This design comes from an exercise in tuning for small area, a short achievable clock period and few clock cycles per item on the open sky130 flow, not from production work.
In this exercise RTL edits were held to simulation tests only and were not proved equivalent to the original.
Power is estimated from default activity; no workload was simulated.

--- flow/flow/run.sh ---
#!/bin/bash
set -euo pipefail
export SETUP_SLACK_MARGIN=6.3
bash standard.sh > orfs_layout.log 2>&1
--- flow/standard.sh ---
#!/bin/bash
# synth_recipe.tcl (not shown) runs the flow's synth.tcl, then flattens the netlist and writes it again
# the make line also repeats each setting of config.mk as NAME=value (left out here)
make -C /OpenROAD-flow-scripts/flow DESIGN_CONFIG=/design/flow/config.mk WORK_HOME=/design/flow/orfs CLKGATE_MAP_FILE= SYNTH_SCRIPT=/design/flow/synth_recipe.tcl "${@:-finish}"
--- flow/config.mk ---
export PLATFORM = sky130hd
export DESIGN_NAME = lzw_dec
export DESIGN_NICKNAME = lzw_dec
export VERILOG_FILES = /design/flow/design.v
export SDC_FILE = /design/flow/constraint.sdc
export NUM_CORES = 4
export LEC_CHECK = 0
export CAP_MARGIN = 20
export CORE_MARGIN = 2
export CORE_UTILIZATION = 40
export SLEW_MARGIN = 20
--- flow/constraint.sdc ---
create_clock -name core_clock -period 10.0 [get_ports {clk}]
set_input_delay 2.0000 -clock core_clock [delete_from_list [all_inputs] [get_ports {clk}]]
set_output_delay 2.0000 -clock core_clock [all_outputs]
set_load 0.01 [all_outputs]
--- flow/design.v ---
module lzw_dec (
    input  wire       clk,
    input  wire       rst,
    input  wire       in_valid,
    output wire       in_ready,
    input  wire [7:0] in_data,
    input  wire       in_last,
    output wire       out_valid,
    input  wire       out_ready,
    output wire [7:0] out_data,
    output wire       done,
    output wire       err
);
    localparam LN = 3;                  
    localparam N  = 1 << LN;
    localparam BW = 32;   
    localparam W_CODE = 3'd0;           
    localparam W_WALK = 3'd1;           
    localparam W_WAIT = 3'd2;           
    localparam W_REW  = 3'd3;           
    localparam W_END  = 3'd4;           
    localparam W_FIN  = 3'd5;           
    localparam W_DONE = 3'd6;           
    reg        ib_v;
    reg  [7:0] ib_d;
    reg        got_last;    
    reg [BW-1:0] bb;
    reg  [5:0] cnt;
    reg  [2:0] wst;
    wire       mv      = ib_v && ((cnt <= BW-8) || (wst == W_END));
    reg        in_rdy;      
    assign in_ready    = in_rdy;
    wire       take_in = in_valid && in_rdy;
    reg  [8:0] cur;         
    reg  [8:0] wstart;      
    reg  [8:0] wcode;       
    reg        wkwk;        
    reg  [7:0] wroot;       
    reg  [6:0] ecnt;        
    reg  [6:0] rem;         
    reg  [8:0] prev;
    reg        prev_ok;
    reg  [7:0] nidx;        
    reg        bad;
    reg  [8:0] dict_p [2:127];    
    reg  [7:0] dict_b [2:127];    
    reg        wr_v;        
    reg  [6:0] wr_idx;
    reg [16:0] wr_data;
    reg  [7:0] sbuf [0:N-1];
    reg [LN:0] wp;
    reg [LN:0] wbase;
    reg        tok_v;
    reg  [7:0] tok_root;
    reg [LN:0] tok_top;
    reg [LN:0] tok_base;
    reg  [6:0] tok_nx;      
    reg        tok_noroot;
    reg [LN:0] rd_n;
    reg [LN-1:0] rp;
    reg [LN:0] rd_base;
    reg  [7:0] rd_root;
    reg  [6:0] rd_nx;
    wire       rd_kwk = (rd_nx != 7'd0);
    reg        last_ok;
    reg [LN:0] last_top;
    reg [LN:0] last_base;
    reg  [7:0] last_root;
    reg  [6:0] last_nx;
    reg        ov0, ov1;
    reg  [7:0] od0, od1;
    assign out_valid = ov0;
    assign out_data  = od0;
    reg        done_r, err_r;
    assign done      = done_r;
    assign err       = err_r;
    wire       room     = !ov1;
    wire       rd_buf   = (rd_n != 0);
    wire       tok_take = room && !rd_buf && !rd_kwk && tok_v;
    wire       tokfree  = !tok_v || tok_take;
    reg        produce;
    reg  [7:0] pbyte;
    always @(*) begin
        produce = 1'b0;
        pbyte   = sbuf[rp];
        if (room) begin
            if (rd_buf) begin
                produce = 1'b1;
                pbyte   = sbuf[rp];
            end else if (rd_kwk) begin
                produce = 1'b1;
                pbyte   = rd_root;
            end else if (tok_v && !tok_noroot) begin
                produce = 1'b1;
                pbyte   = tok_root;
            end
        end
    end
    wire       have    = (cnt >= 6'd9);
    wire [8:0] code    = bb[8:0];
    wire       c_lit   = !code[8];
    wire       c_clr   = (code == 9'd256);
    wire       c_end   = (code == 9'd257);
    wire       c_rng   = code[8] && !code[7] && (code[6:1] != 6'd0);
    wire       c_old   = c_rng && ({1'b0, code[6:0]} < nidx);
    wire       c_kwk   = c_rng && ({1'b0, code[6:0]} == nidx) && prev_ok;
    wire       room_d  = !nidx[7];      
    wire       in_done = got_last && !ib_v;
    wire       c_dir   = c_lit || (c_kwk && last_ok);
    wire [7:0] d_root  = c_lit ? code[7:0] : last_root;
    reg  [6:0]  ra;
    wire [8:0]  p      = dict_p[ra];
    reg  [6:0]  ra_d;
    reg         pw_v;
    reg [LN-1:0] pw_a;
    wire [7:0]  b      = dict_b[ra_d];
    wire        p_last = !p[8];
    wire [LN:0] tail   = rd_buf ? rd_base : (tok_v ? tok_base : wbase);
    wire        full   = (wp[LN-1:0] == tail[LN-1:0]) && (wp[LN] != tail[LN]);
    wire        only   = !rd_buf && !tok_v;
    wire        canpush = !full || only;
    wire        lit_go  = (wst == W_CODE) && have && c_dir && tokfree;
    wire        c_hit   = wr_v && (code[6:0] == wr_idx);
    wire        pend    = (wst == W_WALK) && !cur[8];
    wire        rd_go   = ((wst == W_CODE) && have && c_old && !c_hit) ||
                          ((wst == W_WALK) && cur[8]);
    wire        w_push  = rd_go && canpush;
    wire        w_fin   = tokfree && ((w_push && p_last) || pend);
    wire        consume = (wst == W_CODE) && have &&
                          (c_dir ? tokfree : ((c_old && !c_hit) ? w_push : 1'b1));
    wire        r_adv   = (wst == W_REW);
    wire        push    = w_push || r_adv;
    wire [6:0]  e_tot   = ecnt + 7'd1;
    wire [7:0]  f_root  = pend ? cur[7:0] : p[7:0];
    wire [6:0]  f_etot  = pend ? ecnt : e_tot;
    wire [LN:0] f_top   = pend ? wp : wp + 1'b1;
    wire [LN:0] f_base  = (!pend && full) ? wbase + 1'b1 : wbase;
    always @(posedge clk) begin
        if (pw_v)
            sbuf[pw_a] <= b;
        ra_d <= ra;
        pw_a <= wp[LN-1:0];
        if (wr_v) begin
            dict_p[wr_idx] <= wr_data[16:8];
            dict_b[wr_idx] <= wr_data[7:0];
        end
    end
    wire [BW-1:0] bb_s  = consume ? (bb >> 9) : bb;
    wire [5:0]  cnt_s = consume ? (cnt - 6'd9) : cnt;
    wire [BW-1:0] bb_in = {{(BW-8){1'b0}}, ib_d} << cnt_s;
    wire        clr_in  = in_done && (((wst == W_CODE) && !have) || (wst == W_END));
    wire        gl_nx   = clr_in ? 1'b0 : (take_in ? in_last : got_last);
    wire        ibv_nx  = take_in || (ib_v && !mv);
    wire        bb_clr  = clr_in || (wst == W_END);
    wire [5:0]  cnt_nx  = bb_clr ? 6'd0 : (mv ? cnt_s + 6'd8 : cnt_s);
    wire [BW-1:0] bb_nx = bb_clr ? {BW{1'b0}} : (mv ? (bb_s | bb_in) : bb_s);
    wire        fin_go  = (wst == W_FIN) && !tok_v && !rd_buf && !rd_kwk && !ov1 &&
                          (!ov0 || out_ready);
    always @(posedge clk) begin
        if (rst) begin
            ib_v     <= 1'b0;
            got_last <= 1'b0;
            bb       <= {BW{1'b0}};
            cnt      <= 7'd0;
            wst      <= W_CODE;
            prev_ok  <= 1'b0;
            nidx     <= 8'd2;
            bad      <= 1'b0;
            ecnt     <= 7'd0;
            wr_v     <= 1'b0;
            wp       <= {(LN+1){1'b0}};
            wbase    <= {(LN+1){1'b0}};
            tok_v    <= 1'b0;
            rd_n     <= {(LN+1){1'b0}};
            rd_nx    <= 7'd0;
            last_ok  <= 1'b0;
            ov0      <= 1'b0;
            ov1      <= 1'b0;
            in_rdy   <= 1'b1;
            pw_v     <= 1'b0;
            done_r   <= 1'b0;
            err_r    <= 1'b0;
        end else begin
            if (take_in)
                ib_d <= in_data;
            got_last <= gl_nx;
            ib_v     <= ibv_nx;
            bb       <= bb_nx;
            cnt      <= cnt_nx;
            in_rdy   <= !gl_nx && (!ibv_nx || (cnt_nx <= BW-8));
            done_r   <= fin_go;
            err_r    <= fin_go && bad;
            pw_v     <= push;
            case (wst)
            W_CODE: begin
                if (have && c_old && c_hit)
                    ra <= code[6:0];
                else if (have && c_kwk && !c_dir)
                    ra <= prev[6:0];
                else if (w_push && p[8])
                    ra <= p[6:0];
                else
                    ra <= bb_nx[6:0];
            end
            W_WALK: begin
                if (w_push)
                    ra <= p[8] ? p[6:0] : bb_nx[6:0];
                else if (pend)
                    ra <= bb_nx[6:0];
            end
            W_WAIT:  ra <= wstart[6:0];
            W_REW:   ra <= (ecnt == 7'd1) ? bb_nx[6:0] : p[6:0];
            default: ra <= bb_nx[6:0];
            endcase
            wr_v <= 1'b0;
            case (wst)
            W_CODE: begin
                if (have) begin
                    if (c_clr) begin
                        nidx    <= 8'd2;
                        prev_ok <= 1'b0;
                    end else if (c_end) begin
                        wst <= W_END;
                    end else if (c_dir) begin
                        if (tokfree) begin
                            if (prev_ok && room_d) begin
                                wr_v    <= 1'b1;
                                wr_idx  <= nidx[6:0];
                                wr_data <= {prev, d_root};
                                nidx    <= nidx + 8'd1;
                            end
                            prev    <= code;
                            prev_ok <= 1'b1;
                        end
                    end else if (c_kwk) begin
                        cur    <= prev;
                        wstart <= prev;
                        wcode  <= code;
                        wkwk   <= 1'b1;
                        wst    <= W_WALK;
                    end else if (c_old) begin
                        wstart <= code;
                        wcode  <= code;
                        wkwk   <= 1'b0;
                        if (c_hit) begin
                            cur <= code;
                            wst <= W_WALK;
                        end else if (w_push && !w_fin)
                            wst <= W_WALK;
                    end else begin
                        bad <= 1'b1;
                        wst <= W_END;
                    end
                end else if (in_done) begin
                    bad      <= 1'b1;
                    wst      <= W_FIN;
                end
            end
            W_WALK: begin
                if (w_fin) begin
                    if (f_etot > N) begin
                        rem <= f_etot - N;
                        wst <= W_WAIT;
                    end else begin
                        wst <= W_CODE;
                    end
                end
            end
            W_WAIT: begin
                if (only) begin
                    cur   <= wstart;
                    wbase <= wp;
                    ecnt  <= rem;      
                    wst   <= W_REW;
                end
            end
            W_REW: begin
                cur  <= p;
                wp   <= wp + 1'b1;
                ecnt <= ecnt - 7'd1;
                if (full)
                    wbase <= wbase + 1'b1;
                if (ecnt == 7'd1) begin
                    wbase <= wp + 1'b1;
                    if (rem > N) begin
                        rem <= rem - N;
                        wst <= W_WAIT;
                    end else begin
                        wst <= W_CODE;
                    end
                end
            end
            W_END: begin
                if (in_done)
                    wst <= W_FIN;
            end
            W_FIN: begin
                if (fin_go)
                    wst <= W_DONE;
            end
            W_DONE: begin
                nidx    <= 8'd2;
                prev_ok <= 1'b0;
                bad     <= 1'b0;
                wst     <= W_CODE;
            end
            default: wst <= W_CODE;
            endcase
            if (w_push) begin
                cur  <= p;
                wp   <= wp + 1'b1;
                ecnt <= e_tot;
                if (full)
                    wbase <= wbase + 1'b1;
            end
            if (w_push || pend) begin
                wroot   <= f_root;
                wr_idx  <= nidx[6:0];
                wr_data <= {prev, f_root};
            end
            if (w_fin) begin
                if (prev_ok && room_d) begin
                    wr_v <= 1'b1;
                    nidx <= nidx + 8'd1;
                end
                prev    <= (wst == W_CODE) ? code : wcode;
                prev_ok <= 1'b1;
                wbase   <= f_top;
                if (f_etot <= N)
                    ecnt <= 7'd0;
            end
            if (lit_go) begin
                last_ok   <= 1'b1;
                last_root <= d_root;
                if (c_lit) begin
                    last_top  <= wp;
                    last_base <= wp;
                    last_nx   <= 7'd0;
                end else begin
                    last_nx   <= last_nx + 7'd1;
                end
            end else if (w_fin) begin
                last_ok   <= (f_etot <= N);
                last_root <= f_root;
                last_top  <= f_top;
                last_base <= wbase;
                last_nx   <= {6'd0, (wst == W_WALK) && wkwk};
            end
            if (lit_go) begin
                tok_v      <= 1'b1;
                tok_root   <= d_root;
                tok_top    <= c_lit ? wp : last_top;
                tok_base   <= c_lit ? wp : last_base;
                tok_nx     <= c_lit ? 7'd0 : last_nx + 7'd1;
                tok_noroot <= 1'b0;
            end else if ((w_push || pend) && tokfree) begin
                tok_v      <= w_fin || (tok_v && !tok_take);
                tok_root   <= f_root;
                tok_top    <= f_top;
                tok_base   <= f_base;
                tok_nx     <= {6'd0, (wst == W_WALK) && wkwk && (f_etot <= N)};
                tok_noroot <= 1'b0;
            end else if ((wst == W_REW) && (ecnt == 7'd1)) begin
                tok_v      <= 1'b1;
                tok_root   <= wroot;
                tok_top    <= wp + 1'b1;
                tok_base   <= full ? wbase + 1'b1 : wbase;
                tok_nx     <= {6'd0, wkwk && (rem <= N)};
                tok_noroot <= 1'b1;
            end else if (tok_take) begin
                tok_v <= 1'b0;
            end
            if (room) begin
                if (rd_buf) begin
                    rp   <= rp - 1'b1;
                    rd_n <= rd_n - 1'b1;
                end else if (rd_kwk) begin
                    rd_nx <= rd_nx - 7'd1;
                end else if (tok_v) begin
                    rd_root <= tok_root;
                    rd_nx   <= tok_nx;
                    rd_base <= tok_base;
                    rd_n    <= tok_top - tok_base;
                    rp      <= tok_top[LN-1:0] - 1'b1;
                end
            end
            if (ov0 && out_ready) begin
                if (ov1) begin
                    od0 <= od1;
                    ov1 <= 1'b0;
                    if (produce) begin
                        od1 <= pbyte;
                        ov1 <= 1'b1;
                    end
                end else begin
                    ov0 <= produce;
                    od0 <= pbyte;
                end
            end else begin
                if (!ov0) begin
                    ov0 <= produce;
                    od0 <= pbyte;
                end else if (produce) begin
                    od1 <= pbyte;
                    ov1 <= 1'b1;
                end
            end
        end
    end
endmodule
==> impl_metrics.toml, run 1 <==
[synthesis]
synth.largest_area_cell = "edfxtp_1"
netlist_instances = 5037
syn_avg_cell_area_sq_um = 19.80
yosys_warnings = 1
synthTopCellsByArea = "edfxtp_1, mux4_2, dfxtp_1"
synth_cell_type_count = 103
ys_seq_area_share_pct = 73.70
synthFlopType = "edfxtp_1"
synth_area_sq_um = 99710
synth_seq_cells = 2483
synth_fp_nets = 5078
synth_top_cell_area_share_pct = 71.53
synth_edf_count = 2375
synthArstFlopShare_pct = 0

[power]
ir_worst_vdd_mv = 0.1419
power.density_nw_per_um2 = 237.5
p_total_mw = 27.65
p_leak_nw = 36.19

[finish]
n_fill_cell = 20600
nNetsFinal = 5461
drive_gt1_share_pct = 30.21
fin_cells = 8945
multiInputGateArea_sq_um = 25790
regArea_sq_um = 73530
design_area_sq_um = 116400
area_growth_pct = 16.77

[critical_path]
worst_setup_path_start_kind = "flip-flop"
crit_fanout = 8
end_kind = "flip-flop"
worstPathArrival_ns = 4.40
critPathRequiredTime_ns = 10.68
reg2reg_slack_ns = 6.28
reg2reg_depth = 14
r2r_end = "last_root[3]$_DFFE_PP_"
crit_type = "flip-flop to flip-flop"

[global_route]
grt_antenna_before_repair = 4
grt_overflow = 0
grt_pass1_vias = 52190
gr-usage-all-layers_pct = 20.67
grt_pass1_wl_um = 377800
grt_max_degree = 127

[floorplan]
dieArea_sq_um = 253300
die_h_um = 503.3
core_area_sq_um = 248200
chipWidth_um = 503.3
rows = 183
pin_count = 25
start_util_pct = 40.17

[run_status]
status = "no timing/DRC/antenna violations"

[cts]
clk_pin_slew_ns = 0.06
postCtsHoldBufs = 0
cts_tree = "done"
insertion_delay_ns = 0.94
htreeDepth = 5
cts_buffers = 278
cts_buffer_depth = 4
cts_root_buffer = "clkbuf_16"
cts_sinks = 2483

[placement]
port_buffers = 24
dpl.cell_count = 8320
place_hpwl_um = 147800
gp_congestion = 0.8476
place_area_sq_um = 104900
pre_cts_slack_ns = 4.235

[sta]
maxSlewViolCount = 0
relSlewSlack_pct = 25.78
fmax_ghz = 0.2689
fin_crit_ns = 3.719
fin_setup_tns_ns = 0
rsz0062_at_grt = "yes"
hold_viol_final = 0
period_share_pct = 37.19
fin_ws_ns = 6.281
tightest_slew_ns = 1.113
finalSetupViolCount = 0
fin_worst_skew_ns = 0.08378

[route]
via_per_inst = 5.844
drc_errors = 0
drt_pass1_iterations = 8
ant_nets = 0
drt_iter0_markers = 6250
routed-via-count = 52270
wl_per_cell_um = 29.57
totalWireLength_um = 264500

[worst_hold_path]
whs_path_depth = 0
hp-start = "ra[1]$_DFFE_PP_"
hp-class = "flip-flop to flip-flop"

[flow_run]
max_cap_viol_count = 0
[layout by cell type, fill, tap and decap left out, drive strengths merged, types with 21 or more instances in the layout]
master and count:
dfxtp 108, and3 21, clkbuf 352, mux4 668
nand2 201, a22oi 30, inv 63, edfxtp 2375
bufinv 22, o22ai 34, nor2 312, mux2i 78
nor3 48, nand3 55, nand2b 22, o211ai 27
buf 340, a21oi 129, o21ai 119, mux2 61
a211oi 37, clkinv 98, nor2b 33, xnor2 33
a31oi 22, ha 27
[worst max-delay path, stage by stage, from the launching register on]
cell	delay (ns)
dfxtp_4	0.39
buf_6	0.14
buf_16	0.15
buf_4	0.17
mux4_2	0.32
o22ai_1	0.11
o41ai_4	0.52
a21oi_4	0.19
or3_4	0.47
a21oi_4	0.27
nor2_4	0.11
a21oi_4	0.20
buf_12	0.15
nor3_4	0.04
buf_4	0.20
[how the worst max path moves through the flow]
stage               depth (start not counted)                endpoint  slack [ns]         startpoint
detailed placement                         11  last_root[5]$_DFFE_PP_        4.23          flip-flop
floorplan                                   3        od1[0]$_DFFE_PP_        6.26                rst
global route                               12               flip-flop        6.20  cnt[0]$_SDFF_PP0_
finish                                     14  last_root[3]$_DFFE_PP_        6.28          flip-flop
CTS                                        11       prev[1]$_DFFE_PP_        6.13          flip-flop
global placement                           11  last_root[5]$_DFFE_PP_        4.29          flip-flop
[report_power, final]
part / switching [mW] / leakage, nW / internal (mW) / total, mW
logic: 3.27 / 9.73 / 2.56 / 5.83
registers: 0.264 / 22.3 / 11.8 / 12.0
clock network: 4.00 / 4.19 / 5.79 / 9.79
total: 7.53 / 36.2 / 20.1 / 27.6
[per-stage QoR]
| stage | hold slack (ns) | utilization [%] |
|---|---|---|
| finish | 0.3668 | 46.91 |
| CTS | 0.3518 | 46.48 |
| global route | 0.3840 | 46.90 |
| floorplan | 0.3441 | - |
| detailed placement | 0.3577 | 42.25 |
| global placement | 0.3577 | 42.25 |
[synthesized netlist by cell type (44+ instances only)]
library cell and n:
inv_1 57, clkbuf_1 157, nor2_1 308, nor3_1 44, buf_1 44, mux2i_1 78, mux4_2 668, dfxtp_1 108
mux2_2 57, nand3_1 55, edfxtp_1 2375, nand2_1 201, o21ai_0 100, a21oi_1 122
[area by class of cell]
class                      count  share of cell area [%]
sequential                  2483                   63.16
multi-input combinational   2217                   22.15
clock buffer                 342                   6.344
tap                         3330                   3.579
timing repair buffer         378                   3.512
clock inverter               129                   1.025
inverter                      62                  0.2171
antenna                        4                0.008597
[routing by layer]
layer  track usage (%)  part of all wire [%]  wire (um)  up-vias
met4             6.349                   3.1       8137        2
li1                  -                     -          -    21650
met3             3.601                   8.0      21110      406
met5                 0                0.0064         17        -
met1             28.96                    41     108600    27960
met2             33.14                    48     126600     2259
[sequential cells by signal, indices dropped and copies added (netlist names), 8 cells and up, named ones only]
name / cells
nidx: 8
cur: 9
last_root: 8
prev: 9
wstart: 9
wcode: 9
tok_root: 8
ib_d: 8
od1: 8
wroot: 8
rd_root: 8
sbuf: 64
od0: 8
dict_p: 1134
wr_data: 17
dict_b: 1008
bb: 32
[cells by family after synthesis]
logic type               count (synthesis)  synth area share (%)
flip-flops                            2483                 73.70
multiplexers                           807                 16.56
AO/OA/AOI/OAI                          530                 3.629
adder cells (fa/ha/maj)                 28                0.3589
buffers and inverters                  342                 1.574
XOR/XNOR                                53                0.4731
AND/OR/NAND/NOR                        794                 3.709
[what timing repair did]
action,CTS,global route
setup endpoints to repair,323,241
buffers inserted,64,52
gates cloned,23,11
pin swaps,26,26
resized for setup,175,69
Testbench counts, summed over its fixed seeds: cycles 90,843, items 85,491.
==> inputs of run 2 (changes only) <==
==> flow/flow/run.sh (replaced) <==
#!/bin/bash
set -euo pipefail
export SETUP_SLACK_MARGIN=7
bash standard.sh > orfs_layout.log 2>&1
==> run 2 against run 1 <==
Effect of this change:
- register-to-register slack improved by 0.09 ns
- combinational power rose by 23%
- largest cell class unchanged
- largest power group unchanged
- first-iteration DRC count rose by 12%
- global-route usage rose by 1.6 points
==> impl_metrics.toml, run 2 <==
[synthesis]
synthTopCellsByCount = "edfxtp_1, mux4_2, nor2_1"
yosys_warnings = 1
synth_most_common_cell = "edfxtp_1"
synth_seq_cells = 2483
synthArstFlopShare_pct = 0
synth_fp_nets = 5078
synth_area_sq_um = 99710
synthTopCellsByArea = "edfxtp_1, mux4_2, dfxtp_1"
synth_edf_count = 2375
netlist_instances = 5037
synthFlopType = "edfxtp_1"
ys_seq_area_share_pct = 73.70
synth_cell_type_count = 103
synth_top_cell_area_share_pct = 71.53
syn_avg_cell_area_sq_um = 19.80
synth.largest_area_cell = "edfxtp_1"

[power]
ir_worst_vdd_mv = 0.2545
p_sw_share_pct = 28.06
combinationalPowerShare_pct = 24.9
pwr-share-seq_pct = 41.9
p_int_mw = 20.68
power.density_nw_per_um2 = 234.1
p_leak_nw = 38.78
p_clk_share_pct = 33.2
p_sw_mw = 8.066
p_total_mw = 28.75

[critical_path]
path_common_cell = "buf_12"
reg2reg_depth = 15
crit_type = "flip-flop to flip-flop"
r2r_end = "last_top[1]$_DFFE_PP_"
worstPathArrival_ns = 4.30
crit_slowest_cell = "o41ai_4"
crit_chain = "buf_12 -> buf_12 -> buf_16 -> mux4_2 -> o22ai_4 -> o41ai_4 -> a21oi_4 -> or3_4 -> a21oi_4 -> nor2_4 -> a21oi_4 -> buf_6 -> nor3_4 -> buf_12 -> buf_12"
reg2reg_slack_ns = 6.37
end_kind = "flip-flop"
worst_setup_path_start_kind = "flip-flop"
cp_slowest_stage_delay_ns = 0.53
critPathRequiredTime_ns = 10.67
crit_fanout = 7

[sta]
finalSetupViolCount = 0
hold_ws_ns = 0.3821
maxSlewViolCount = 0
period_share_pct = 36.31
fmax_ghz = 0.2754
rsz0062_at_grt = "yes"
tightest_slew_ns = 1.105
fin_setup_tns_ns = 0
fin_crit_ns = 3.631
relSlewSlack_pct = 26.30
hold_viol_final = 0
fin_worst_skew_ns = 0.07821

[route]
drc_errors = 0
ant_nets = 0
totalWireLength_um = 285100
via_per_inst = 5.939
drt_pass1_iterations = 8
drt_iter0_markers = 7005
wl_per_cell_um = 30.80
routed-via-count = 54970

[floorplan]
core_area_sq_um = 248200
pin_count = 25
start_util_pct = 40.17
rows = 183
chipWidth_um = 503.3
dieArea_sq_um = 253300
die_h_um = 503.3

[worst_hold_path]
hp-class = "flip-flop to flip-flop"
hp-start = "ra[3]$_DFFE_PP_"
whs_path_depth = 0

[cts]
cts_buffers = 279
cts_root_buffer = "clkbuf_16"
clk_pin_slew_ns = 0.06
insertion_delay_ns = 0.94
cts_tree = "done"
postCtsHoldBufs = 0
htreeDepth = 5
cts_buffer_depth = 4
cts_sinks = 2483

[global_route]
gr-usage-all-layers_pct = 22.29
grt_pass1_wl_um = 404200
grt_overflow = 0
grt_antenna_before_repair = 8
grt_pass1_vias = 54410
grt_max_degree = 110

[finish]
layout_common_cells = "edfxtp_1, mux4_2, buf_4"
nNetsFinal = 5771
drive_gt1_share_pct = 38.66
area_growth_pct = 23.14
regMostFlops = "dict_p"
final_common_cell = "edfxtp_1"
fin_util_pct = 49.47
top_regs = "dict_p: 1134 flops, dict_b: 1008 flops, sbuf: 64 flops"
largest_register_ffs = 1134

[placement]
gp_congestion = 0.8508
port_buffers = 24
place_hpwl_um = 151800

[run_status]
status = "no timing/DRC/antenna violations"

[flow_run]
max_cap_viol_count = 0
==> run 2: metrics by stage <==
stage               setup WS, ns  cell area, sq um  instances
floorplan                  6.681            100500       5037
global placement           4.772            105100       8311
detailed placement         4.759            105200       8312
CTS                        6.376            120500       9132
global route               6.363            122800       9254
finish                     6.369            122800       9256
==> run 2: cell families (layout without fill, tap and decap cells) <==
logic type	Yosys count	count (layout)	synth area share (%)
AOI/OAI and AO/OA	530	534	3.629
xor gates and xnor gates	53	53	0.4731
adders and majority gates	28	28	0.3589
buffers and inverters	342	1223	1.574
DFF	2483	2483	73.70
muxes	807	807	16.56
other	0	3	0
and+or+nand+nor	794	795	3.709
==> run 2: worst max-delay path: cells and delay by family (launching register included) <==
family,cells,cell delay (ns)
AO/OA/AOI/OAI,5,1.18
buffers and inverters,6,0.88
AND/OR/NAND/NOR,3,0.56
flip-flops,1,0.37
multiplexers,1,0.36
==> run 2: metal layers <==
metal  wire [um]  track usage [%]  up-vias
met4       10920            7.609        0
li1            -                -    22270
met1      112200            30.58    29230
met2      137000            36.04     2882
met3       25010            3.947      591
met5           0                0        -
==> run 2: cell type report <==
type | count | area [sq um]
fill | 19750 | 125400
sequential | 2483 | 73600
multi-input combinational | 2217 | 27780
timing repair buffer | 687 | 8600
clock buffer | 357 | 7422
tap | 3330 | 4167
clock inverter | 117 | 942.2
inverter | 62 | 265.3
antenna | 3 | 7.507
==> run 2: worst max path at each step <==
stage | start | cells past startpoint | to | slack, ns
4_1_cts | od0[7]$_DFFE_PP_ | 1 | out_data[7] | 6.38
3_3_place_gp | flip-flop | 10 | flip-flop | 4.77
3_5_place_dp | flip-flop | 10 | ra[6]$_DFFE_PP_ | 4.76
5_1_grt | flip-flop | 15 | last_top[1]$_DFFE_PP_ | 6.36
2_1_floorplan | rst | 3 | wcode[0]$_DFFE_PP_ | 6.68
6_report | flip-flop | 15 | last_top[1]$_DFFE_PP_ | 6.37
==> run 2: power groups by stage <==
| stage | Clock (mW) | Sequential, mW | Combinational (mW) |
|---|---|---|---|
| final | 9.55 | 12.0 | 7.15 |
| after floorplan | 0 | 12.2 | 3.54 |
| after detailed placement | 0 | 12.4 | 4.98 |
| after global placement | 0 | 12.4 | 4.93 |
| after CTS | 9.70 | 12.0 | 6.66 |
| after global routing | 10.1 | 12.1 | 7.43 |
==> run 2: repair_timing <==
action                                  CTS  global route
cloned                                   62             9
endpoints found under the setup margin  671           498
resized for setup                       631           228
pin swaps                               174            98
buffers inserted                        284           110
==> inputs of run 3 (changes only) <==
==> flow/flow/run.sh (replaced) <==
#!/bin/bash
set -euo pipefail
export SETUP_SLACK_MARGIN=6.6
bash standard.sh > orfs_layout.log 2>&1
==> run 3 against run 2 <==
Effect of this change:
- cell count is 1.8% lower
- clock-buffer cell count is 78 lower
- global-route usage is 0.83 points lower
- die area stayed put
- worst setup slack better by 0.018 ns
- routed wire length is 3.4% lower
- largest cell class unchanged
- sequential share of layout area is 1.8 points higher
- sequential power hardly changed
==> impl_metrics.toml, run 3 <==
[critical_path]
reg2reg_depth = 10
worstPathArrival_ns = 4.38
reg2reg_slack_ns = 6.39
critPathRequiredTime_ns = 10.77
end_kind = "flip-flop"
worst_setup_path_start_kind = "flip-flop"
crit_fanout = 8
crit_type = "flip-flop to flip-flop"

[power]
power.density_nw_per_um2 = 232.5
p_int_mw = 19.91
combinationalPowerShare_pct = 23.9
p_sw_share_pct = 28.20
p_leak_nw = 37.34
pwr-share-seq_pct = 43.4
p_sw_mw = 7.820
p_clk_share_pct = 32.7
ir_worst_vdd_mv = 0.2324

[route]
totalWireLength_um = 275300
via_per_inst = 5.867
ant_nets = 0
wl_per_cell_um = 30.28
routed-via-count = 53340
drt_iter0_markers = 6812
drt_pass1_iterations = 8
drc_errors = 0

[finish]
layout_common_cells = "edfxtp_1, mux4_2, buf_4"
nNetsFinal = 5594
regMostFlops = "dict_p"
area_growth_pct = 19.61
final_common_cell = "edfxtp_1"
drive_gt1_share_pct = 34.93
fin_cells = 9092
design_area_sq_um = 119300
top_regs = "dict_p: 1134 flops, dict_b: 1008 flops, sbuf: 64 flops"
largest_register_ffs = 1134

[global_route]
grt_antenna_before_repair = 8
grt_max_degree = 119
grt_pass1_vias = 53040
gr-usage-all-layers_pct = 21.46
grt_overflow = 0
grt_pass1_wl_um = 390500

[placement]
place_hpwl_um = 149400
port_buffers = 24
gp_congestion = 0.8522
place_area_sq_um = 104900
dpl.cell_count = 8307

[run_status]
status = "no timing/DRC/antenna violations"

[cts]
cts_buffer_depth = 3
clk_pin_slew_ns = 0.07
htreeDepth = 4
insertion_delay_ns = 0.90
cts_buffers = 241
cts_sinks = 2483
cts_root_buffer = "clkbuf_16"
cts_tree = "done"
postCtsHoldBufs = 0

[synthesis]
synthArstFlopShare_pct = 0
synthTopCellsByArea = "edfxtp_1, mux4_2, dfxtp_1"
synth_area_sq_um = 99710
synth_fp_nets = 5078
netlist_instances = 5037
synthFlopType = "edfxtp_1"
yosys_warnings = 1
syn_avg_cell_area_sq_um = 19.80
ys_seq_area_share_pct = 73.70
synth_cell_type_count = 103
synth_top_cell_area_share_pct = 71.53
synthTopCellsByCount = "edfxtp_1, mux4_2, nor2_1"
synth_edf_count = 2375
synth_most_common_cell = "edfxtp_1"
synth.largest_area_cell = "edfxtp_1"
synth_seq_cells = 2483

[sta]
fmax_ghz = 0.2768
rsz0062_at_grt = "yes"
fin_setup_tns_ns = 0
hold_ws_ns = 0.3878
relSlewSlack_pct = 4.434
hold_viol_final = 0
finalSetupViolCount = 0
period_share_pct = 36.13
fin_crit_ns = 3.613
fin_worst_skew_ns = 0.06237
maxSlewViolCount = 0
tightest_slew_ns = 1.432

[floorplan]
core_area_sq_um = 248200
dieArea_sq_um = 253300
pin_count = 25
start_util_pct = 40.17
chipWidth_um = 503.3
rows = 183
die_h_um = 503.3

[worst_hold_path]
hp-start = "ra[3]$_DFFE_PP_"
hp-class = "flip-flop to flip-flop"
whs_path_depth = 0

[flow_run]
max_cap_viol_count = 0
==> run 3: cell counts after synthesis <==
Identical to the previous run, type by type.
==> run 3: cells by family after synthesis <==
| group | after synthesis | synth area share [%] |
|---|---|---|
| compound gates | 530 | 3.629 |
| buf+inv | 342 | 1.574 |
| mux | 807 | 16.56 |
| fa+ha+maj | 28 | 0.3589 |
| simple gates | 794 | 3.709 |
| flops | 2483 | 73.70 |
| xor+xnor | 53 | 0.4731 |
==> run 3: area by class of cell <==
type,instances,area (sq um)
fill,20150,128900
sequential,2483,73580
multi-input combinational,2215,26850
timing repair buffer,550,6565
clock buffer,279,6237
tap,3330,4167
clock inverter,171,1604
inverter,62,250.2
antenna,2,5.005
==> run 3: routing by layer <==
metal | wire [um] | GRT usage (%) | vias to the layer above | share of wire (%)
li1 | - | - | 21950 | -
met1 | 111600 | 30.10 | 28620 | 41
met2 | 133300 | 34.72 | 2319 | 48
met3 | 21710 | 3.235 | 459 | 7.9
met4 | 8707 | 6.666 | 0 | 3.2
met5 | 0 | 0 | - | 0
==> run 3: what timing repair did <==
action | 4_1_cts | 5_1_grt
gates cloned | 47 | 11
buffers inserted | 176 | 96
gates resized for setup | 409 | 189
pin swaps | 83 | 86
endpoints found under the setup margin | 581 | 328
==> run 3: worst max path at each step <==
stage          slack, ns         startpoint  cells after the start                      to
4_1_cts             6.38   od0[2]$_DFFE_PP_                      1             out_data[2]
6_report            6.39          flip-flop                     10               flip-flop
3_5_place_dp        4.40          flip-flop                     11  last_root[4]$_DFFE_PP_
2_1_floorplan       6.54  cnt[1]$_SDFF_PP0_                     12  last_base[0]$_DFFE_PP_
3_3_place_gp        4.28          flip-flop                     10  last_root[5]$_DFFE_PP_
5_1_grt             6.34          flip-flop                     17       prev[2]$_DFFE_PP_
==> run 3: critical path, stage by stage (launching register included) <==
cell and delay [ns]:
dfxtp_4 0.47, buf_12 0.17, buf_12 0.15, buf_16 0.14, mux4_2 0.48, mux4_2 0.55
mux4_2 0.63, o21ai_4 0.27, o211ai_2 0.09, a21o_1 0.21, mux2_2 0.28
==> run 3: per-stage QoR <==
| step | setup slack (ns) | utilization, % | total power [mW] |
|---|---|---|---|
| 2_1_floorplan | 6.537 | - | 15.57 |
| 3_3_place_gp | 4.280 | 42.24 | 17.23 |
| 3_5_place_dp | 4.397 | 42.25 | 17.29 |
| 4_1_cts | 6.378 | 47.26 | 27.46 |
| 5_1_grt | 6.342 | 48.05 | 28.56 |
| 6_report | 6.387 | 48.05 | 27.73 |
==> run 3: power by group through the flow <==
stage          logic, mW  registers (mW)  clock network [mW]
5_1_grt             6.92            12.0                9.59
4_1_cts             6.24            12.0                9.18
2_1_floorplan       3.40            12.2                   0
3_5_place_dp        4.97            12.3                   0
6_report            6.64            12.0                9.06
3_3_place_gp        4.92            12.3                   0

==> what the ideal ports hide <==
The flow's constraints put no driver on any port. The routed layouts listed below were extracted and timed again, unchanged, in two steps. Step 1: set_driving_cell puts a clkbuf_16 on clk and a buf_2 on each other input, an assumption about the parent block. Step 2, shift: input delay + t, output delay - t, t = (earliest + latest rising clock arrival at the registers) / 2. This alone moves slack from input paths to output paths. a / b / c = ideal / step 1 / step 2; a / b = the first two.
run	t, ns	slack for setup (ns)	clock arrival spread, ns	slew at the worst register clock pin (ns)	worst slew at a driven data input, ns
run 1	0.995	6.281 / 6.279 / 5.601	0.084 / 0.084	0.06 / 0.06	0.04
run 2	0.994	6.369 / 6.326 / 5.976	0.093 / 0.093	0.07 / 0.07	0.07
run 3	0.976	6.387 / 6.344 / 5.842	0.075 / 0.074	0.07 / 0.07	0.06
After both steps every run listed still meets setup and hold. For run 1, which loses most, drivers alone change the setup slack by -0.002 ns; drivers and shift together by -0.680 ns.
